Background: an optimization exercise with open tools, aiming at small area, a short achievable clock period and few clock cycles per item. Do not read the settings as production practice. The RTL was checked by simulation tests, not by an equivalence proof against the original design. Power and IR drop assume default switching activity.

### flow/config.mk
export PLATFORM = sky130hd
export DESIGN_NAME = cell_check
export DESIGN_NICKNAME = cell_check
export VERILOG_FILES = /design/flow/design.v
export SDC_FILE = /design/flow/constraint.sdc
export NUM_CORES = 4
export LEC_CHECK = 0
export CAP_MARGIN = 20
export CORE_MARGIN = 2
export CORE_UTILIZATION = 40
export SLEW_MARGIN = 20
### flow/constraint.sdc
create_clock -name core_clock -period 8.0 [get_ports {clk}]
set_input_delay 1.6000 -clock core_clock [delete_from_list [all_inputs] [get_ports {clk}]]
set_output_delay 1.6000 -clock core_clock [all_outputs]
set_load 0.01 [all_outputs]
### flow/design.v
module cell_check (
    input  wire        clk,
    input  wire        rst,
    input  wire        in_valid,
    output wire        in_ready,
    input  wire [31:0] in_data,      
    input  wire [3:0]  in_stream,    
    output reg         res_valid,    
    output reg  [1:0]  res_kind,     
    output reg  [3:0]  res_stream,
    output reg  [15:0] res_lost      
);
    localparam [31:0] POLY_R = 32'hEDB8_8320;    
    function [31:0] crc_byte;
        input [31:0] c;
        input [7:0]  b;
        reg   [31:0] v;
        integer i;
        begin
            v = c ^ {24'd0, b};
            for (i = 0; i < 8; i = i + 1)
                v = v[0] ? ((v >> 1) ^ POLY_R) : (v >> 1);
            crc_byte = v;
        end
    endfunction
    reg [15:0] next_seq [0:15];
    reg [15:0] synced;
    localparam S_W0   = 3'd0,    
               S_W1   = 3'd1,    
               S_FEED = 3'd2,    
               S_WORD = 3'd3,    
               S_LAST = 3'd4;    
    reg [2:0]  state;
    reg [6:0]  wcnt;       
    reg [1:0]  bcnt;       
    reg [1:0]  phase;      
    reg [31:0] w0, w1, wbuf;
    reg [3:0]  stream;
    reg [15:0] exp_seq;
    reg [31:0] crc_a;      
    reg [31:0] crc_b;      
    wire [3:0]  hdr_type = w0[31:28];
    wire [10:0] hdr_slot = w0[27:17];
    wire [15:0] hdr_seq  = {w0[7:0], w1[31:24]};
    wire        is_idle  = (hdr_type == 4'd0);
    assign in_ready = (state == S_W0) || (state == S_W1) ||
                      (state == S_WORD) || (state == S_LAST);
    wire [7:0]  cur_byte = wbuf[31 - 8*bcnt -: 8];
    wire [31:0] pfx_a    = {5'd0, hdr_slot, exp_seq};
    wire [31:0] pfx_b    = {5'd0, hdr_slot, hdr_seq};
    wire [7:0]  byte_a   = (phase == 2'd0) ? pfx_a[31 - 8*bcnt -: 8] : cur_byte;
    wire [7:0]  byte_b   = (phase == 2'd0) ? pfx_b[31 - 8*bcnt -: 8] : cur_byte;
    wire [31:0] res_a    = ~crc_a;
    wire [31:0] res_b    = ~crc_b;
    integer k;
    always @(posedge clk) begin
        res_valid <= 1'b0;
        if (rst) begin
            state      <= S_W0;
            wcnt       <= 7'd0;
            bcnt       <= 2'd0;
            phase      <= 2'd0;
            synced     <= 16'd0;
            res_kind   <= 2'd0;
            res_stream <= 4'd0;
            res_lost   <= 16'd0;
            for (k = 0; k < 16; k = k + 1)
                next_seq[k] <= 16'd0;
        end else begin
            case (state)
            S_W0: if (in_valid) begin
                w0     <= in_data;
                stream <= in_stream;
                state  <= S_W1;
            end
            S_W1: if (in_valid) begin
                w1    <= in_data;
                state <= S_FEED;
                phase <= 2'd0;
                bcnt  <= 2'd0;
                crc_a <= 32'hFFFF_FFFF;
                crc_b <= 32'hFFFF_FFFF;
                if (w0[31:28] == 4'd0)
                    exp_seq <= 16'd0;
                else if (!synced[stream])
                    exp_seq <= {w0[7:0], in_data[31:24]};
                else
                    exp_seq <= next_seq[stream];
            end
            S_FEED: begin
                crc_a <= crc_byte(crc_a, byte_a);
                crc_b <= crc_byte(crc_b, byte_b);
                bcnt  <= bcnt + 2'd1;
                if (bcnt == 2'd3) begin
                    case (phase)
                    2'd0: begin wbuf <= w0; phase <= 2'd1; end
                    2'd1: begin wbuf <= w1; phase <= 2'd2; end
                    default: begin
                        phase <= 2'd3;
                        state <= (wcnt == 7'd67) ? S_LAST : S_WORD;
                    end
                    endcase
                    if (phase == 2'd0) wcnt <= 7'd2;
                end
            end
            S_WORD: if (in_valid) begin
                wbuf  <= in_data;
                wcnt  <= wcnt + 7'd1;
                bcnt  <= 2'd0;
                state <= S_FEED;
            end
            S_LAST: if (in_valid) begin
                res_valid  <= 1'b1;
                res_stream <= stream;
                res_lost   <= 16'd0;
                if (res_a == in_data) begin
                    res_kind <= is_idle ? 2'd1 : 2'd0;
                    if (!is_idle) begin
                        next_seq[stream] <= exp_seq + 16'd1;
                        synced[stream]   <= 1'b1;
                    end
                end else if (!is_idle && res_b == in_data) begin
                    res_kind <= 2'd2;
                    res_lost <= hdr_seq - exp_seq;
                    next_seq[stream] <= hdr_seq + 16'd1;
                end else begin
                    res_kind <= 2'd3;
                end
                state <= S_W0;
                wcnt  <= 7'd0;
            end
            default: state <= S_W0;
            endcase
        end
    end
endmodule
### flow/run.sh
#!/bin/bash
# synth_recipe.tcl (not shown) runs the flow's synth.tcl, then flattens the netlist and writes it again
# the make line also repeats each setting of config.mk as NAME=value (left out here)
make -C /OpenROAD-flow-scripts/flow DESIGN_CONFIG=/design/flow/config.mk WORK_HOME=/design/flow/orfs CLKGATE_MAP_FILE= SYNTH_SCRIPT=/design/flow/synth_recipe.tcl finish
==> summary.md <==
| Metric | Value |
|---|---|
| Synthesized Nets | `2009` |
| Critical path, cell by cell | `clkdlybuf4s50_1 > xnor2_1 > nor4_1 > nand4_1 > nor3_1 > nand3_1 > buf_4 > o21ai_1 > buf_4 > ha_1 > nand3_1 > nor2_1 > nand2_1 > xnor2_1 > o21ai_2 > nor2_1` |
| Post-synthesis compound-gate area fraction | `0.0480` |
| CTS tree | `built` |
| Initial DRC Count | `2015` |
| Top delay family on crit path | `simple AND/OR/NAND/NOR gates` |
| All-Layer GR Usage | `0.223` |
| Yosys reg bits | `493` |
| Clock skew | `0.0443 ns` |
| Switch share | `0.249` |
| Post-synthesis sequential area ratio | `0.583` |
| RePlAce Congestion | `0.940` |
| Die height | `251 µm` |
| CP Data Required Time | `8.33 ns` |
| Placed Cells | `2734` |
| Slew headroom | `0.337` |
| Diode count | `0` |
| CP max FO | `28` |
| Hpwl dp | `48.4 mm` |
| Setup Buffers After CTS | `0` |
| Residual DRC | `0` |
| Final hold viol count | `0` |
| Fin cells | `2833` |
| Vias in the first global route | `15700` |
| Die area | `0.0631 mm²` |
| Final Max Slew Viols | `0` |
| Cts repair resizes | `0` |
| Remaining global-route overflow | `0` |
| Bufs on Longest Clock Path | `3` |
| RSZ-0062 raised after global routing | `no` |
| Routed WL | `70.3 mm` |
| Synth Area in Adders | `0.0136` |
| Avg Inst Size Synth | `12.6 µm²` |
| Commonest non-fill, non-tap cells in the layout | `edfxtp_1, nor2_1, nand2_1` |
| Vias | `16000` |
| Root buf cell | `clkbuf_16` |
| Area share of xor/xnor cells in the synthesized design | `0.0961` |
| Leakage | `9.26 nW` |
| Final period utilization | `0.746` |
| Max-cap violations | `0` |
| Post-synthesis cell type count | `65` |
| Worst path bufs/invs | `3` |
| Placement row count | `90` |
| Top cells by area, synth | `edfxtp_1, mux4_2, nor2_1, xnor2_1, dfxtp_1` |
| Max frequency | `0.168 GHz` |
| Main synth FF type | `edfxtp_1` |
| Critical path endpoint category | `flop` |
| IO Count | `63` |
| Max H-tree Level | `2` |
| Synthesized cell area | `0.0244 mm²` |
| Synth-to-layout area growth | `14.2%` |
| Period minus WS final | `5.96 ns` |
| TNS Setup | `0 ns` |
| Finish-stage setup viols | `0` |
| Vias/cell | `5.66` |
| Largest family of logic cells by synthesized area | `simple AND/OR/NAND/NOR gates` |
| Crit Path Class | `in2reg` |
| 1st-pass router iterations | `7` |
| Clock Power Share | `0.414` |
| Crit start category | `primary input` |
| I/O Buffers | `62` |
| Final ANT Viol Nets | `0` |
| Sequential Power Share | `0.464` |
| Clk sinks | `493` |
| Cell with the largest stage delay on the worst path | `clkdlybuf4s50_1` |
| HP Class | `reg2reg` |
| Net switching power | `1.59 mW` |
| Post-Synth Simple-Gate Area | `0.124` |
| Largest net degree at the start of global routing | `66` |
| Post-synthesis mux area share | `0.111` |
| Clock latency at the later pin of the worst-skew pair | `0.63 ns` |
| Leading cell type in the layout, fill and taps excluded | `edfxtp_1` |
| CTS clk-pin slew, worst paths | `0.06 ns` |
| Leading area contributor after synthesis | `edfxtp_1` |
| Pwr per Cell Area | `229 mW/mm²` |
| Combinational power share | `0.122` |
| Async set or reset register ratio after synthesis | `0` |
| Initial antenna violation count | `2` |
| Ratio of cells with drive above 1 in the final layout | `0.138` |
| Post-synth EDFFs | `436` |
| Cells after Synth | `1944` |
| Worst-margin pin slew | `0.992 ns` |
| VDD IR max | `0.161 mV` |
| Top-area cell type share of the netlist area | `0.536` |
| Initial Util | `0.405` |
| Critical path arrival | `6.29 ns` |
| # hold bufs at CTS | `0` |
| Synth warnings | `1` |
| Num CTS Buffers | `53` |
| Die X | `251 µm` |
| Status | `no timing/DRC/antenna violations` |
| Crit-path max cell delay | `0.74 ns` |
| Core area | `0.0604 mm²` |
| First-pass GRT wire length | `104 mm` |
| Nets | `2073` |
| Routed length per placed instance | `24.8 µm` |
| Cell internal pwr | `4.80 mW` |
==> final timing paths <==
kind,from,end,slack [ns],cells after the start
worst max-delay path,in_data[26],next_seq[14][10]$_SDFFCE_PN0P_,2.04,16
worst min-delay path,res_stream[3]$_SDFFE_PP0P_,res_stream[3]$_SDFFE_PP0P_,0.45,2
worst max register to register,bcnt[0]$_SDFFE_PP0P_,crc_a[4]$_SDFFCE_PN1P_,2.97,13
worst min register to register,res_stream[3]$_SDFFE_PP0P_,res_stream[3]$_SDFFE_PP0P_,0.45,2
==> tightest hold or removal path: cells and delay by family, from the launching register on <==
kind             cells  cell delay [ns]
AO/OA/AOI/OAI        1             0.05
flip-flops           1             0.31
AND/OR/NAND/NOR      1             0.05
==> registers in the layout, indices dropped and copies added, names as in the netlist, 3 cells and up, named ones only <==
name / cells
next_seq: 256
res_lost: 16
state: 3
crc_b: 32
wcnt: 7
synced: 16
stream: 4
w1: 32
w0: 32
exp_seq: 16
crc_a: 32
res_stream: 4
wbuf: 32
==> layout make-up <==
cell class | count | area, µm²
fillers | 5412 | 32500
flip-flops and latches | 493 | 14200
multi-input cells | 1319 | 9670
clock buffers | 63 | 1360
repair buffers | 114 | 1030
well taps | 782 | 978
clock inverters | 35 | 514
inverters | 27 | 101
==> cells by family after synthesis <==
logic type      Yosys count
xor+xnor                251
mux                     163
flops                   493
compound gates          200
fa+ha+maj                26
simple gates            679
buf+inv                 132
==> synth_stat cells, types with 6 or more instances <==
master,n
edfxtp_1,436
nor2_1,356
nand2_1,162
xnor2_1,139
xor2_1,93
mux4_2,85
mux2i_1,72
o21ai_0,67
clkbuf_1,61
dfxtp_1,57
a21oi_1,54
inv_1,27
ha_1,25
nand2b_1,25
nand3_1,22
buf_2,20
nand4_1,18
nor4_1,16
a31oi_1,15
nor3_1,14
xnor2_2,14
a211oi_1,13
and3_1,12
buf_1,12
o21ai_1,12
nor2b_1,10
buf_6,9
nand2_2,9
a22oi_1,8
nand3b_1,7
mux2_2,6
==> stage by stage <==
stage                     setup WS (ns)  utilization  cell area (µm²)  total power [mW]  hold slack [ns]
after CTS                          2.17        0.462            27900              6.43            0.455
after floorplan                   0.546            -            24400              3.55            0.432
after global placement             1.19        0.430            26000              3.79            0.441
final                              2.04        0.462            27900              6.40            0.454
after detailed placement           1.51        0.431            26000              3.79            0.446
after global routing               1.74        0.462            27900              6.60            0.481
==> power by group through the flow <==
| stage | registers, mW | logic [mW] | clock network, mW |
|---|---|---|---|
| 2_1_floorplan | 2.97 | 0.577 | 0 |
| 3_3_place_gp | 3.02 | 0.768 | 0 |
| 3_5_place_dp | 3.02 | 0.772 | 0 |
| 4_1_cts | 2.97 | 0.777 | 2.69 |
| 5_1_grt | 2.98 | 0.837 | 2.79 |
| 6_report | 2.97 | 0.779 | 2.65 |
==> metal layers <==
layer  wire length (µm)  GRT usage  vias to the layer above  share of wire
met3               6100     0.0447                      117          0.087
met1              30300      0.322                     8105           0.43
met2              32000      0.343                      682           0.46
met4               1820     0.0629                        4          0.026
li1                   -          -                     7134              -
met5                 26          0                        -        0.00037
Testbench counts, summed over its fixed seeds: cycles 435,208, cells 1,280.

separate check: timing with driven ports:
No port has a modelled driver above. Below, the same layout with a new extraction and two added sets of constraints.
Step 1, drivers: a clkbuf_16 drives clk and a buf_2 each remaining input, both assumed.
Step 2 moves the port delays by t, midway between the first and last clock arrival at a register: inputs arrive t later, outputs are due t later. That takes back most of the time a late clock gives input paths.
Three values: no drivers, after step 1, after step 2; two values: the first two.
t (ns): 0.667
setup WS [ns]: 2.036 / 2.069 / 1.402
worst slew at a driven data input, ns: 0.04
After both steps setup and hold are still met in this run. For this run, drivers alone change the setup slack by +0.033 ns; drivers and shift together by -0.634 ns.
